This design comes from an exercise in tuning for small area, a short achievable clock period and few clock cycles per item on the open sky130 flow, not from production work.
Power is estimated from default activity; no workload was simulated.

==> trial 68 <==
==> flow/design.v <==
module div_pg (
    input  wire x,
    input  wire y,
    output wire g,
    output wire p
);
    assign g = x & y;
    assign p = x ^ y;
endmodule
module div_pre (
    input  wire gh,
    input  wire ph,
    input  wire gl,
    input  wire pl,
    output wire go,
    output wire po
);
    assign go = gh | (ph & gl);
    assign po = ph & pl;
endmodule
module div_csa (
    input  wire x,
    input  wire y,
    input  wire z,
    output wire s,
    output wire c
);
    assign s = x ^ y ^ z;
    assign c = (x & y) | (x & z) | (y & z);
endmodule
module div_add #(parameter W = 67) (
    input  wire [W-1:0] x,
    input  wire [W-1:0] y,
    input  wire         ci,
    output wire [W-1:0] s,
    output wire         z
);
    reg [W-1:0] g, p;
    integer i, l;
    always @* begin
        g = x & y;
        p = x ^ y;
        g[0] = g[0] | (p[0] & ci);
        for (l = 1; l < W; l = l * 2)
            for (i = 0; i < W; i = i + 1)
                if ((i / l) % 2 == 1) begin
                    g[i] = g[i] | (p[i] & g[(i / l) * l - 1]);
                    p[i] = p[i] & p[(i / l) * l - 1];
                end
    end
    assign s = x ^ y ^ {g[W-2:0], ci};
    assign z = &(x ^ y);
endmodule
module div_width (
    input  wire [63:0] v,
    output reg  [6:0]  w
);
    integer i;
    always @* begin
        w = 7'd0;
        for (i = 0; i < 64; i = i + 1)
            if (v[i]) w = i + 1;
    end
endmodule
module div_zq (
    input  wire [63:0] a,
    input  wire [63:0] b_x,
    input  wire        a_neg,
    output wire        zq,
    output reg  [6:0]  wa           
);
    reg [63:0] ro, ra;             
    integer i, l;
    always @* begin
        ro = a;
        ra = a;
        for (l = 1; l < 64; l = l * 2)
            for (i = 0; i < 64; i = i + 1)
                if ((i / l) % 2 == 0 && (i / l) * l + l < 64) begin
                    ro[i] = ro[i] | ro[(i / l) * l + l];
                    ra[i] = ra[i] & ra[(i / l) * l + l];
                end
    end
    wire [63:0] lim = a_neg ? {~ra[62:0], 1'b1} : ro;
    assign zq = |(b_x & ~lim);
    integer k, j;
    always @* begin
        wa = {lim[63], 6'd0};
        for (k = 0; k < 6; k = k + 1)
            for (j = (1 << k) - 1; j + (1 << k) < 64; j = j + (2 << k))
                wa[k] = wa[k] | (lim[j] & ~lim[j + (1 << k)]);
    end
endmodule
module div_align (
    input  wire [64:0] v,
    input  wire [4:0]  n,
    input  wire        f,
    output reg  [64:0] s
);
    integer k;
    always @* begin
        s = v;
        for (k = 0; k < 5; k = k + 1)
            if (n[k]) s = (s << (2 << k)) | ({65{f}} & ((65'd1 << (2 << k)) - 65'd1));
    end
endmodule
module div_lo (
    input  wire [61:0] v,
    output reg  [61:0] lo
);
    integer i, l;
    always @* begin
        lo = {v[60:0], 1'b0};
        for (l = 1; l < 62; l = l * 2)
            for (i = 0; i < 62; i = i + 1)
                if ((i / l) % 2 == 1)
                    lo[i] = lo[i] | lo[(i / l) * l - 1];
    end
endmodule
module div_unit (
    input  wire        clk,
    input  wire        rst,        
    input  wire        trig,       
    input  wire        sgn,        
    input  wire [63:0] a,          
    input  wire [63:0] b,          
    output reg  [63:0] dq,         
    output reg  [63:0] dm,         
    output wire        done,       
    output reg         cpl,        
    output reg         ov,         
    output reg         dz          
);
    reg        busy;               
    reg        align;              
    reg        fix;                
    reg        zero;               
    reg [6:0]  cnt;                
    reg [6:0]  wbr;                
    reg [64:0] rem;                
    reg [63:0] quo;                
    reg [64:0] dvx;                
    reg        cin;                
    reg        neg_a;              
    reg        neg_q;              
    reg [1:0]  lastq;              
    assign done = !busy;
    wire        a_neg  = sgn && a[63];
    wire        b_neg  = sgn && b[63];
    wire [63:0] b_x    = (b ^ {64{b_neg}}) | 64'd1;
    wire [6:0]  wa_x, wb;
    wire        zq;
    div_width wid_b (.v(b_x), .w(wb));
    div_zq    zqt   (.a(a), .b_x(b_x), .a_neg(a_neg), .zq(zq), .wa(wa_x));
    wire        b_zero = (b == 64'd0);
    wire        fast   = b_zero || zq;           
    wire        mp_t   = a_neg && !b_neg;        
    wire        inv   = !neg_q;
    wire [6:0]  shamt = cnt - wbr;                    
    wire [64:0] sh;
    div_align aln (.v({neg_q ^ neg_a, quo} ^ {65{inv}}), .n(shamt[5:1]), .f(inv), .s(sh));
    wire [66:0] r67 = {{2{rem[64]}}, rem};
    wire [66:0] x1  = {{2{dvx[64]}}, dvx};
    wire [66:0] x2  = {dvx[64], dvx, cin};        
    wire [66:0] cs, cc0;
    genvar gi;
    generate
        for (gi = 0; gi < 67; gi = gi + 1) begin : csa
            div_csa u (.x(r67[gi]), .y(x1[gi]), .z(x2[gi]), .s(cs[gi]), .c(cc0[gi]));
        end
    endgenerate
    wire [66:0] cc = {cc0[65:0], cin};
    wire [66:0] s1, s2, s3;
    wire        z1, z2, z3;
    div_add #(.W(67)) add1 (.x(r67), .y(x1), .ci(cin), .s(s1), .z(z1));
    div_add #(.W(67)) add2 (.x(r67), .y(x2), .ci(cin), .s(s2), .z(z2));
    div_add #(.W(67)) add3 (.x(cs),  .y(cc), .ci(cin), .s(s3), .z(z3));
    wire        acc1 = align || (neg_a ? (s1[66] | (cin & z1)) : !s1[66]);
    wire        acc2 = !align && (neg_a ? (s2[66] | (cin & z2)) : !s2[66]);
    wire        acc3 = !align && (neg_a ? (s3[66] | (cin & z3)) : !s3[66]);
    wire [64:0] rsel = acc3 ? s3[64:0] : acc2 ? s2[64:0] : acc1 ? s1[64:0] : rem;
    wire [1:0]  dig  = {acc2, acc3 | (acc1 & !acc2)};
    wire [61:0] quo_lo;
    div_lo qlo (.v(quo[61:0]), .lo(quo_lo));
    wire [61:0] q_flip  = quo_lo & {62{neg_q}};               
    wire [1:0]  qd      = fix ? lastq : dig;
    wire        qd_z    = fix ? (lastq == 2'b00) : !acc1;
    wire [63:0] q_res   = {quo[61:0] ^ (qd_z ? q_flip : {62{neg_q}}), neg_q ? 2'b00 - qd : qd};
    wire [63:0] r_res   = fix ? s1[63:0] : rsel[63:0];
    wire        last    = (cnt == 7'd0);
    wire        wr      = busy && !align && (fix || (last && !(neg_a && !cin)));
    wire        wr0     = busy && align && zero;
    always @(posedge clk) begin
        wbr <= wb;
        if (trig) begin
            cnt <= wa_x;
            rem <= {a_neg, a};
            dvx <= {65{mp_t}};           
        end else begin
            rem <= rsel;
            if (align) begin
                cnt <= {2'b0, shamt[5:1]};
                dvx <= sh;
            end else begin
                cnt <= cnt - 7'd1;
                dvx <= (last && neg_a && !cin) ? 65'd0 : {{2{dvx[64]}}, dvx[64:2]};
            end
        end
    end
    always @(posedge clk) begin
        cpl <= 1'b0;
        if (rst) begin
            busy <= 1'b0;
            dq   <= 64'd0;
            dm   <= 64'd0;
        end else if (trig) begin
            ov    <= a_neg && b_neg && (a == 64'h8000_0000_0000_0000) &&
                     (b == 64'hFFFF_FFFF_FFFF_FFFF);
            dz    <= b_zero;
            neg_a <= a_neg;
            neg_q <= a_neg ^ b_neg;
            zero  <= fast;
            busy  <= 1'b1;
            align <= 1'b1;
            fix   <= 1'b0;
            quo   <= b;
            cin   <= 1'b0;
        end else if (busy) begin
            if (align) begin
                align <= 1'b0;
                quo   <= 64'd0;
                cin   <= inv;
                if (zero) begin
                    busy <= 1'b0;
                    cpl  <= 1'b1;
                end
            end else if (fix) begin
                busy <= 1'b0;
                cpl  <= 1'b1;
            end else begin
                quo <= {quo[61:0], dig};
                if (last) begin
                    if (neg_a && !cin) begin
                        fix   <= 1'b1;
                        lastq <= dig;
                        quo   <= quo;
                        cin   <= 1'b1;
                    end else begin
                        busy <= 1'b0;
                        cpl  <= 1'b1;
                    end
                end
            end
            if (wr0) begin
                dq <= 64'd0;
                dm <= rem[63:0];
            end else if (wr) begin
                dq <= q_res;
                dm <= r_res;
            end
        end
    end
endmodule
==> flow/flow/run.sh <==
#!/bin/bash
# The standard layout (standard.sh, unchanged synthesis), with two changes
# to how the layout is made:
#  - the port buffers that ORFS inserts are plain buf_2 cells instead of
#    the delay cell buffer_ports picks by default;
#  - timing repair aims at a tighter setup margin.
export BUFFER_PORTS_ARGS="-buffer_cell sky130_fd_sc_hd__buf_2"
export SETUP_SLACK_MARGIN=6.5
bash standard.sh > standard.log 2>&1
==> flow/standard.sh <==
#!/bin/bash
# synth_recipe.tcl (not shown) runs the flow's synth.tcl, then flattens the netlist and writes it again
# the make line also repeats each setting of config.mk as NAME=value (left out here)
make -C /OpenROAD-flow-scripts/flow DESIGN_CONFIG=/design/flow/config.mk WORK_HOME=/design/flow/orfs CLKGATE_MAP_FILE= SYNTH_SCRIPT=/design/flow/synth_recipe.tcl "${@:-finish}"
==> flow/config.mk <==
export PLATFORM = sky130hd
export DESIGN_NAME = div_unit
export DESIGN_NICKNAME = div_unit
export VERILOG_FILES = /design/flow/design.v
export SDC_FILE = /design/flow/constraint.sdc
export NUM_CORES = 4
export LEC_CHECK = 0
export CAP_MARGIN = 20
export CORE_MARGIN = 2
export CORE_UTILIZATION = 40
export SLEW_MARGIN = 20
export SYNTH_HIERARCHICAL = 1
export SYNTH_MINIMUM_KEEP_SIZE = 0
==> flow/constraint.sdc <==
create_clock -name core_clock -period 11.0 [get_ports {clk}]
set_input_delay 2.2000 -clock core_clock [delete_from_list [all_inputs] [get_ports {clk}]]
set_output_delay 2.2000 -clock core_clock [all_outputs]
set_load 0.01 [all_outputs]
==> inputs of trial 58, as changes to trial 68 <==
==> flow/design.v, changed modules only <==
module div_zq (
    input  wire [63:0] a_x,
    input  wire [63:0] b_x,
    input  wire        a_neg,
    output wire        zq
);
    reg [63:0] top;                
    integer i, l;
    always @* begin
        top = a_x;
        for (l = 1; l < 64; l = l * 2)
            for (i = 0; i < 64; i = i + 1)
                if ((i / l) % 2 == 0 && (i / l) * l + l < 64)
                    top[i] = top[i] | top[(i / l) * l + l];
    end
    wire [63:0] lim = a_neg ? {top[62:0], 1'b1} : top;
    assign zq = |(b_x & ~lim);
endmodule
module div_neg (
    input  wire [61:0] v,
    output wire [61:0] n
);
    reg [61:0] lo;
    integer i, l;
    always @* begin
        lo = {v[60:0], 1'b0};
        for (l = 1; l < 62; l = l * 2)
            for (i = 0; i < 62; i = i + 1)
                if ((i / l) % 2 == 1)
                    lo[i] = lo[i] | lo[(i / l) * l - 1];
    end
    assign n = v ^ lo;
endmodule
module div_unit (
    input  wire        clk,
    input  wire        rst,        
    input  wire        trig,       
    input  wire        sgn,        
    input  wire [63:0] a,          
    input  wire [63:0] b,          
    output reg  [63:0] dq,         
    output reg  [63:0] dm,         
    output wire        done,       
    output reg         cpl,        
    output reg         ov,         
    output reg         dz          
);
    reg        busy;               
    reg        align;              
    reg        fix;                
    reg [6:0]  cnt;                
    reg [6:0]  wbr;                
    reg [64:0] rem;                
    reg [63:0] quo;                
    reg [64:0] dvx;                
    reg        cin;                
    reg        neg_a;              
    reg        neg_q;              
    reg [1:0]  lastq;              
    assign done = !busy;
    wire        a_neg  = sgn && a[63];
    wire        b_neg  = sgn && b[63];
    wire [63:0] a_x    = a ^ {64{a_neg}};
    wire [63:0] b_x    = (b ^ {64{b_neg}}) | 64'd1;
    wire [6:0]  wa_x, wb;
    wire        zq;
    div_width wid_a (.v(a_x), .w(wa_x));
    div_width wid_b (.v(b_x), .w(wb));
    div_zq    zqt   (.a_x(a_x), .b_x(b_x), .a_neg(a_neg), .zq(zq));
    wire        b_zero = (b == 64'd0);
    wire        fast   = b_zero || zq;           
    wire        mp_t   = a_neg && !b_neg;        
    wire        inv   = !neg_q;
    wire [6:0]  shamt = cnt + {6'd0, neg_a} - wbr;    
    wire [64:0] sh;
    div_align aln (.v({neg_q ^ neg_a, quo} ^ {65{inv}}), .n(shamt[5:1]), .f(inv), .s(sh));
    wire [66:0] r67 = {{2{rem[64]}}, rem};
    wire [66:0] x1  = {{2{dvx[64]}}, dvx};
    wire [66:0] x2  = {dvx[64], dvx, cin};        
    wire [66:0] cs, cc0;
    genvar gi;
    generate
        for (gi = 0; gi < 67; gi = gi + 1) begin : csa
            div_csa u (.x(r67[gi]), .y(x1[gi]), .z(x2[gi]), .s(cs[gi]), .c(cc0[gi]));
        end
    endgenerate
    wire [66:0] cc = {cc0[65:0], cin};
    wire [66:0] s1, s2, s3;
    wire        z1, z2, z3;
    div_add #(.W(67)) add1 (.x(r67), .y(x1), .ci(cin), .s(s1), .z(z1));
    div_add #(.W(67)) add2 (.x(r67), .y(x2), .ci(cin), .s(s2), .z(z2));
    div_add #(.W(67)) add3 (.x(cs),  .y(cc), .ci(cin), .s(s3), .z(z3));
    wire        acc1 = neg_a ? (s1[66] | (cin & z1)) : !s1[66];
    wire        acc2 = neg_a ? (s2[66] | (cin & z2)) : !s2[66];
    wire        acc3 = neg_a ? (s3[66] | (cin & z3)) : !s3[66];
    wire [64:0] rsel = acc3 ? s3[64:0] : acc2 ? s2[64:0] : acc1 ? s1[64:0] : rem;
    wire [1:0]  dig  = {acc2, acc3 | (acc1 & !acc2)};
    wire [61:0] quo_n;
    div_neg qneg (.v(quo[61:0]), .n(quo_n));
    wire [61:0] q_hi_nz = neg_q ? ~quo[61:0] : quo[61:0];    
    wire [61:0] q_hi_z  = neg_q ? quo_n : quo[61:0];         
    wire [1:0]  qd      = fix ? lastq : dig;
    wire        qd_z    = fix ? (lastq == 2'b00) : !acc1;
    wire [63:0] q_res   = {qd_z ? q_hi_z : q_hi_nz, neg_q ? 2'b00 - qd : qd};
    wire [63:0] r_res   = fix ? s1[63:0] : rsel[63:0];
    wire        last    = (cnt == 7'd0);
    wire        wr      = busy && !align && (fix || (last && !(neg_a && !cin)));
    always @(posedge clk) begin
        cpl <= 1'b0;
        if (rst) begin
            busy <= 1'b0;
            dq   <= 64'd0;
            dm   <= 64'd0;
        end else if (trig) begin
            ov    <= a_neg && b_neg && (a == 64'h8000_0000_0000_0000) &&
                     (b == 64'hFFFF_FFFF_FFFF_FFFF);
            dz    <= b_zero;
            neg_a <= a_neg;
            neg_q <= a_neg ^ b_neg;
            busy  <= !fast;
            align <= 1'b1;
            fix   <= 1'b0;
            cnt   <= wa_x;
            wbr   <= wb;
            rem   <= {a_neg, a};
            quo   <= b;
            dvx   <= {65{mp_t}};         
            cin   <= 1'b0;
            if (fast) begin
                cpl  <= 1'b1;
                dq   <= 64'd0;
                dm   <= a;
            end
        end else if (busy) begin
            if (align) begin
                align <= 1'b0;
                rem   <= s1[64:0];
                quo   <= 64'd0;
                dvx   <= sh;
                cin   <= inv;
                cnt   <= {2'b0, shamt[5:1]};
            end else if (fix) begin
                busy <= 1'b0;
                cpl  <= 1'b1;
            end else begin
                rem <= rsel;
                dvx <= {{2{dvx[64]}}, dvx[64:2]};
                cnt <= cnt - 7'd1;
                quo <= {quo[61:0], dig};
                if (last) begin
                    if (neg_a && !cin) begin
                        fix   <= 1'b1;
                        lastq <= dig;
                        quo   <= quo;
                        dvx   <= 65'd0;
                        cin   <= 1'b1;
                    end else begin
                        busy <= 1'b0;
                        cpl  <= 1'b1;
                    end
                end
            end
            if (wr) begin
                dq <= q_res;
                dm <= r_res;
            end
        end
    end
endmodule
// module div_lo removed
==> flow/run.sh (new file) <==
#!/bin/bash
# synth_recipe.tcl (not shown) runs the flow's synth.tcl, then flattens the netlist and writes it again
# the make line also repeats each setting of config.mk as NAME=value (left out here)
make -C /OpenROAD-flow-scripts/flow DESIGN_CONFIG=/design/flow/config.mk WORK_HOME=/design/flow/orfs CLKGATE_MAP_FILE= SYNTH_SCRIPT=/design/flow/synth_recipe.tcl finish
SETUP_SLACK_MARGIN = 5   (was not set)
removed: flow/flow/run.sh
removed: flow/standard.sh
==> inputs of trial 57, as changes to trial 68 <==
==> flow/design.v, changed modules only <==
module div_zq (
    input  wire [63:0] a_x,
    input  wire [63:0] b_x,
    input  wire        a_neg,
    output wire        zq,
    output reg  [6:0]  wa           
);
    reg [63:0] top;                
    integer i, l;
    always @* begin
        top = a_x;
        for (l = 1; l < 64; l = l * 2)
            for (i = 0; i < 64; i = i + 1)
                if ((i / l) % 2 == 0 && (i / l) * l + l < 64)
                    top[i] = top[i] | top[(i / l) * l + l];
    end
    wire [63:0] lim = a_neg ? {top[62:0], 1'b1} : top;
    assign zq = |(b_x & ~lim);
    integer k, j;
    always @* begin
        wa = {lim[63], 6'd0};
        for (k = 0; k < 6; k = k + 1)
            for (j = (1 << k) - 1; j + (1 << k) < 64; j = j + (2 << k))
                wa[k] = wa[k] | (lim[j] & ~lim[j + (1 << k)]);
    end
endmodule
module div_sel (
    input  wire neg_a,
    input  wire zc,                
    input  wire force1,
    input  wire n1, n2, n3,        
    input  wire z1, z2, z3,        
    input  wire fix,               
    input  wire lz,                
    output wire sel3, sel2, sel1, sel0,
    output wire qz                 
);
    wire acc1 = force1 | (neg_a ? (n1 | (zc & z1)) : !n1);
    wire acc2 = !force1 & (neg_a ? (n2 | (zc & z2)) : !n2);
    wire acc3 = !force1 & (neg_a ? (n3 | (zc & z3)) : !n3);
    assign sel3 = acc3;
    assign sel2 = acc2 & !acc3;
    assign sel1 = acc1 & !acc2;
    assign sel0 = !acc1;
    assign qz   = fix ? lz : !acc1;
endmodule
module div_unit (
    input  wire        clk,
    input  wire        rst,        
    input  wire        trig,       
    input  wire        sgn,        
    input  wire [63:0] a,          
    input  wire [63:0] b,          
    output reg  [63:0] dq,         
    output reg  [63:0] dm,         
    output wire        done,       
    output reg         cpl,        
    output reg         ov,         
    output reg         dz          
);
    reg        busy;               
    reg        align;              
    reg        fix;                
    reg [6:0]  cnt;                
    reg [6:0]  wbr;                
    reg [64:0] rem;                
    reg [63:0] quo;                
    reg [64:0] dvx;                
    reg        cin;                
    reg        neg_a;              
    reg        neg_q;              
    reg [1:0]  lastq;              
    assign done = !busy;
    wire        a_neg  = sgn && a[63];
    wire        b_neg  = sgn && b[63];
    wire [63:0] b_x    = (b ^ {64{b_neg}}) | 64'd1;
    wire [6:0]  wa_x, wb;
    wire        zq;
    div_width wid_b (.v(b_x), .w(wb));
    wire [63:0] a_x    = a ^ {64{a_neg}};
    div_zq    zqt   (.a_x(a_x), .b_x(b_x), .a_neg(a_neg), .zq(zq), .wa(wa_x));
    wire        b_zero = (b == 64'd0);
    wire        fast   = b_zero || zq;           
    wire        mp_t   = a_neg && !b_neg;        
    wire        inv   = !neg_q;
    wire [6:0]  shamt = cnt - wbr;                    
    wire [64:0] sh;
    div_align aln (.v({neg_q ^ neg_a, quo} ^ {65{inv}}), .n(shamt[5:1]), .f(inv), .s(sh));
    wire [66:0] r67 = {{2{rem[64]}}, rem};
    wire [66:0] x1  = {{2{dvx[64]}}, dvx};
    wire [66:0] x2  = {dvx[64], dvx, cin};        
    wire [66:0] cs, cc0;
    genvar gi;
    generate
        for (gi = 0; gi < 67; gi = gi + 1) begin : csa
            div_csa u (.x(r67[gi]), .y(x1[gi]), .z(x2[gi]), .s(cs[gi]), .c(cc0[gi]));
        end
    endgenerate
    wire [66:0] cc = {cc0[65:0], cin};
    wire [66:0] s1, s2, s3;
    wire        z1, z2, z3;
    div_add #(.W(67)) add1 (.x(r67), .y(x1), .ci(cin), .s(s1), .z(z1));
    div_add #(.W(67)) add2 (.x(r67), .y(x2), .ci(cin), .s(s2), .z(z2));
    div_add #(.W(67)) add3 (.x(cs),  .y(cc), .ci(cin), .s(s3), .z(z3));
    localparam NG = 8;             
    wire [NG-1:0] g3, g2, g1, g0, gz;
    genvar gs;
    generate
        for (gs = 0; gs < NG; gs = gs + 1) begin : sg
            div_sel u (.neg_a(neg_a), .zc(cin), .force1(align | fix),
                       .n1(s1[66]), .n2(s2[66]), .n3(s3[66]), .z1(z1), .z2(z2), .z3(z3),
                       .fix(fix), .lz(lastq == 2'b00),
                       .sel3(g3[gs]), .sel2(g2[gs]), .sel1(g1[gs]), .sel0(g0[gs]), .qz(gz[gs]));
        end
    endgenerate
    reg [64:0] rsel;
    integer ib;
    always @* begin
        for (ib = 0; ib < 65; ib = ib + 1)
            rsel[ib] = (g3[ib % NG] & s3[ib]) | (g2[ib % NG] & s2[ib]) |
                       (g1[ib % NG] & s1[ib]) | (g0[ib % NG] & rem[ib]);
    end
    wire        acc1 = !g0[0];
    wire        acc2 = g2[0] | g3[0];
    wire        acc3 = g3[0];
    wire [1:0]  dig  = {acc2, acc3 | (acc1 & !acc2)};
    wire [61:0] quo_lo;
    div_lo qlo (.v(quo[61:0]), .lo(quo_lo));
    wire [61:0] q_flip  = quo_lo & {62{neg_q}};               
    wire [1:0]  qd      = fix ? lastq : dig;
    reg  [61:0] q_hi;
    integer iq;
    always @* begin
        for (iq = 0; iq < 62; iq = iq + 1)
            q_hi[iq] = quo[iq] ^ (gz[(iq + 2) % NG] ? q_flip[iq] : neg_q);
    end
    wire [63:0] q_res   = {q_hi, neg_q ? 2'b00 - qd : qd};
    wire [63:0] r_res   = rsel[63:0];
    wire        last    = (cnt == 7'd0);
    wire        wr      = busy && !align && (fix || (last && !(neg_a && !cin)));
    always @(posedge clk) begin
        wbr <= wb;
        if (trig) begin
            cnt <= wa_x;
            rem <= {a_neg, a};
            dvx <= {65{mp_t}};           
        end else begin
            rem <= rsel;
            if (align) begin
                cnt <= {2'b0, shamt[5:1]};
                dvx <= sh;
            end else begin
                cnt <= cnt - 7'd1;
                dvx <= (last && neg_a && !cin) ? 65'd0 : {{2{dvx[64]}}, dvx[64:2]};
            end
        end
    end
    always @(posedge clk) begin
        cpl <= 1'b0;
        if (rst) begin
            busy <= 1'b0;
            dq   <= 64'd0;
            dm   <= 64'd0;
        end else if (trig) begin
            ov    <= a_neg && b_neg && (a == 64'h8000_0000_0000_0000) &&
                     (b == 64'hFFFF_FFFF_FFFF_FFFF);
            dz    <= b_zero;
            neg_a <= a_neg;
            neg_q <= a_neg ^ b_neg;
            busy  <= !fast;
            align <= 1'b1;
            fix   <= 1'b0;
            quo   <= b;
            cin   <= 1'b0;
            if (fast) begin
                cpl  <= 1'b1;
                dq   <= 64'd0;
                dm   <= a;
            end
        end else if (busy) begin
            if (align) begin
                align <= 1'b0;
                quo   <= 64'd0;
                cin   <= inv;
            end else if (fix) begin
                busy <= 1'b0;
                cpl  <= 1'b1;
            end else begin
                quo <= {quo[61:0], dig};
                if (last) begin
                    if (neg_a && !cin) begin
                        fix   <= 1'b1;
                        lastq <= dig;
                        quo   <= quo;
                        cin   <= 1'b1;
                    end else begin
                        busy <= 1'b0;
                        cpl  <= 1'b1;
                    end
                end
            end
            if (wr) begin
                dq <= q_res;
                dm <= r_res;
            end
        end
    end
endmodule
--- a/flow/flow/run.sh
+++ b/flow/flow/run.sh
@@ -5,5 +5,5 @@
 #    the delay cell buffer_ports picks by default;
 #  - timing repair aims at a tighter setup margin.
 export BUFFER_PORTS_ARGS="-buffer_cell sky130_fd_sc_hd__buf_2"
-export SETUP_SLACK_MARGIN=6.5
+export SETUP_SLACK_MARGIN=6
 bash standard.sh > standard.log 2>&1
CORE_UTILIZATION = 50   (was 40)
==> run summary <==
Via density 7.02; initial antenna violation count 5; outcome no timing/DRC/antenna violations; total chip power 0.0172 W; Cell Rows 99; post-synthesis cell count 4372; Finished Cell Area 45100 um^2; DP HPWL 126 mm; Final clock-cell share 0.0338; clock latency (worst-skew pair) 0.62 ns; fmax 196 MHz; Clock Power Share 0.089; seq_cells 346; final std cells w/o fill 5637; met3 Usage GRT 0.112
(the above is from trial 57)
==> run summary <==
outcome no timing/DRC/antenna violations; Tot GR Track Use 0.335; seq_cells 347; met3 Usage GRT 0.0686; slew of the pin with the lowest slew margin 1.35 ns; initial antenna violation count 9; Final clock-cell share 0.0348; Finished Cell Area 45900 um^2; total chip power 0.0172 W; DP HPWL 126 mm; Cell Rows 114; clock latency (worst-skew pair) 0.66 ns; fmax 193 MHz; post-synthesis cell count 4472; worst r2r dst dm[35]
(the above is from trial 68)
==> run summary <==
outcome no timing/DRC/antenna violations; fmax 171 MHz; Via density 6.46; final std cells w/o fill 6233; Finished Cell Area 46000 um^2; Clock Power Share 0.155; initial antenna violation count 9; Cell Rows 116; clock latency (worst-skew pair) 0.62 ns
(the above is from trial 58)
No functional check of the RTL was part of any run of this note.

[static timing again, ports no longer ideal]
The flow's constraints put no driver on any port. The routed layouts listed below were extracted and timed again, unchanged, in two steps. Step 1: set_driving_cell puts a clkbuf_16 on clk and a buf_2 on each other input, an assumption about the parent block. Step 2 times the ports against the registers' clock, not the clock port: input delays grow and output delays shrink by t, the midpoint of the rising clock arrivals with the driver on. Three values: no drivers, after step 1, after step 2; two values: the first two.
run	shift t [ns]	slack for setup (ns)	worst setup path after step 2	slew at the worst register clock pin (ns)	cell pins on the clock port's net
trial 68	0.714	5.825 / 5.825 / 5.692	input to register	0.07 / 0.07	1
trial 58	0.670	5.145 / 5.103 / 4.432	input to register	0.07 / 0.07	1
trial 57	0.677	5.911 / 5.811 / 5.134	input to register	0.07 / 0.07	1
After both steps setup and hold are still met in every run listed. The setup slack of trial 57, which loses most, moves by -0.100 ns with the drivers and by -0.777 ns with both steps.
